Source: an optimization exercise on an open RTL-to-GDS flow (aim: small area and a short achievable clock period). Production flows keep margins and buffers that such runs may drop. Only simulation tests tie the RTL to the original design; equivalence was not proved. No activity file was given, so power comes from the tool's default toggle rates.

==> flow/design.v (excerpt) <==
module til_lane_unit #(
    parameter LANES = 4
) (
    input                    clk,
    input                    rst,
    input                    issue,
    input  [35:0]            instr,
    input  [LANES*18-1:0]    opa,
    input  [LANES*18-1:0]    opb,
    input  [LANES-1:0]       a_end,
    input  [LANES-1:0]       assigned,
    input                    batch_start,
    input                    flag_clr,
    output [LANES-1:0]       wr_en,
    output [LANES*18-1:0]    wr_data,
    output [LANES-1:0]       pred,
    output [LANES*4-1:0]     flags,
    output reg               trap,
    output reg [3:0]         trap_code
);
    wire [5:0] opc  = instr[35:30];
    wire [2:0] v    = instr[29:27];
    wire [8:0] dfld = instr[26:18];
    wire [8:0] afld = instr[17:9];
    wire [8:0] bfld = instr[8:0];
    wire v_zero = (v == 3'd0);
    wire k_gt41 = bfld[5] & (bfld[4] | (bfld[3] & (bfld[2] | bfld[1])));
    wire n_gt17 = bfld[4] & (bfld[3] | bfld[2] | bfld[1]);
    wire d_zero = (dfld == 9'd0);
    wire a_zero = (afld == 9'd0);
    wire b_zero = (bfld == 9'd0);
    reg lane_op;
    reg undefined;
    reg bad_field;
    always @(*) begin
        lane_op   = 1'b0;
        undefined = 1'b0;
        bad_field = 1'b0;
        case (opc)
            6'h00: begin                                    
                lane_op   = 1'b1;
                bad_field = !(v_zero && d_zero && a_zero && b_zero);
            end
            6'h01, 6'h02, 6'h03, 6'h04, 6'h05, 6'h06, 6'h07,
            6'h08, 6'h09, 6'h0C, 6'h0D,
            6'h29, 6'h2A, 6'h2B, 6'h2C: ;                   
            6'h0A: begin                                    
                lane_op   = 1'b1;
                bad_field = !(v_zero && a_zero && b_zero);
            end
            6'h0B: begin                                    
                lane_op   = 1'b1;
                bad_field = !(v_zero && d_zero && a_zero && bfld[8:4] == 5'd0);
            end
            6'h10, 6'h11, 6'h12: begin                      
                lane_op   = 1'b1;
                bad_field = !d_zero;
            end
            6'h13, 6'h14: begin                             
                lane_op   = 1'b1;
  ...
Size in the first run: about 13000 cells after synthesis, roughly 290 I/O pins, ~0.092 sq mm of cells after synthesis.
export LEC_CHECK = 0
export ABC_AREA = 1
export CAP_MARGIN = 20
export CORE_MARGIN = 2
export CORE_UTILIZATION = 35
export PLACE_DENSITY = 0.42
export SLEW_MARGIN = 20
export SYNTH_HIERARCHICAL = 1
create_clock -name core_clock -period 18.0 [get_ports {clk}]
standard.sh (not shown) runs the stock make flow with config.mk's settings and CLKGATE_MAP_FILE= SYNTH_SCRIPT=/design/flow/synth_recipe.tcl, a recipe that flattens the netlist after the stock synthesis.
==> flow/flow/run.sh <==
#!/bin/bash
# Layout flow: the standard ORFS flow (standard.sh, standard synthesis
# unchanged) with three changes.
#  - SETUP_SLACK_MARGIN=9: repair_timing is asked for more setup slack than
#    the 18 ns constraint needs, so that it keeps shortening the worst path.
#  - TNS_END_PERCENT=0: it works on the worst endpoint only.
#  - BUFFER_PORTS_ARGS: every input and output port still gets its own
#    buffer, but a buf_2 rather than the default clkdlybuf4s50_1 delay cell.
# make's output goes to flow.log; each ORFS step writes its own log under
# orfs/logs/.
set -euo pipefail
bash standard.sh SETUP_SLACK_MARGIN=9 TNS_END_PERCENT=0 \
    'BUFFER_PORTS_ARGS=-buffer_cell sky130_fd_sc_hd__buf_2' finish > flow.log 2>&1
Edit:
--- a/flow/design.v
+++ b/flow/design.v
@@ -16,44 +16,45 @@
     input      [17:0] b,
     input             a_end,
     input             assigned,
     output reg        p,
     output reg [3:0]  flags,
     output reg        wr_en,
     output reg [17:0] wr_data
 );
     reg [41:0] acc0, acc1;
     reg        sat0, sat1, sgn0, sgn1;
     wire en = exec & (p | ctl[27]);
-    wire bg     = !(opc[2] | (opc[1] & opc[0]));
+    wire bg;
+    til_bg u_bg (.opc(opc[2:0]), .bg(bg));    
     wire ten    = !bg;
     wire accen  = !opc[1] | opc[2];
     wire tsl    = ten & !bfld[5];
     wire tsh    = ten &  bfld[5];
     wire opc0   = opc[0];
     wire acc_grp = (opc[5:2] == 4'b0100) | (opc == 6'h14);
     wire acc_ld  = opc[2] | (opc[1] & opc[0]);
     wire accw    = take_dz & acc_grp & !(acc_ld & ld_bad);
-    wire [19:0] xm = {{2{v[1] & a[17]}}, a};
+    wire [19:0] xm = {{2{v[1] & a[17]}}, a} & {20{bg}};
     wire [20:0] y  = {{2{v[0] & b[17]}}, b, 1'b0};
     wire [19:0] pp [0:9];
     wire [9:0]  bneg;
     wire [9:0]  ppc;
     genvar i, j;
     generate
         for (i = 0; i < 10; i = i + 1) begin : g_booth
             wire y2 = y[2*i+2];
             wire y1 = y[2*i+1];
             wire y0 = y[2*i];
-            wire one = (y1 ^ y0) & bg;
-            wire two = ((y2 & ~y1 & ~y0) | (~y2 & y1 & y0)) & bg;
+            wire one = y1 ^ y0;
+            wire two = (y2 & ~y1 & ~y0) | (~y2 & y1 & y0);
             assign bneg[i] = y2 ^ opc0;
             assign pp[i][0] = (one & xm[0]) ^ bneg[i];
             for (j = 1; j < 20; j = j + 1) begin : g_pp
                 assign pp[i][j] = ((one & xm[j]) | (two & xm[j-1])) ^ bneg[i];
             end
             assign ppc[i] = ((one & xm[19]) | (two & xm[18])) ^ !bneg[i];
         end
     endgenerate
     wire [18:0] xt   = {a[17] & (v[0] | v[1]), a};
     wire [42:0] xt43 = {{24{xt[18]}}, xt};
     wire [42:0] tpre = xt43 << bfld[4:0];
@@ -759,22 +760,28 @@
     assign co = (a & b) | (a & c) | (b & c);
 endmodule
 module til_ha (
     input  a,
     input  b,
     output s,
     output co
 );
     assign s  = a ^ b;
     assign co = a & b;
 endmodule
+module til_bg (
+    input  [2:0] opc,
+    output       bg
+);
+    assign bg = !(opc[2] | (opc[1] & opc[0]));
+endmodule
 module til_lane_unit #(
     parameter LANES = 4
 ) (
     input                    clk,
     input                    rst,
     input                    issue,
     input  [35:0]            instr,
     input  [LANES*18-1:0]    opa,
     input  [LANES*18-1:0]    opb,
     input  [LANES-1:0]       a_end,
     input  [LANES-1:0]       assigned,
The changed run finished with timing, DRC and antenna clean.
Global-route usage went up by 0.33 points.
Utilization went down by 0.65 points.
Cell area stays flat.
Combinational power went up by about 4%.
Worst setup slack degrades by 210 ps.
Sequential power barely changes.
Synthesized area went up by 1.6%.

[re-timing with driven ports]
In the flow no input, the clock included, has a driving cell. The finished layouts below were timed again as built, in two steps. Step 1, drivers: a clkbuf_16 drives clk and a buf_2 each remaining input, both assumed. Step 2 adds t to the input delays and takes it off the output delays; t is the mean of the earliest and latest rising clock arrival at the registers after step 1. Input paths then give back, and output paths get back, about the clock's delay inside the block. a / b / c = no drivers / after step 1 / after step 2; a / b = the first two.
| run | t, ns | setup WS [ns] | worst setup path after step 2 | cell pins on the clock port's net |
|---|---|---|---|---|
| the first run | 0.829 | 8.776 / 8.783 / 7.954 | input to register | 1 |
| the second run | 0.869 | 8.566 / 8.587 / 7.718 | input to register | 1 |
After both steps every run listed still meets setup and hold. For the second run, which loses most, drivers alone change the setup slack by +0.021 ns; drivers and shift together by -0.848 ns.
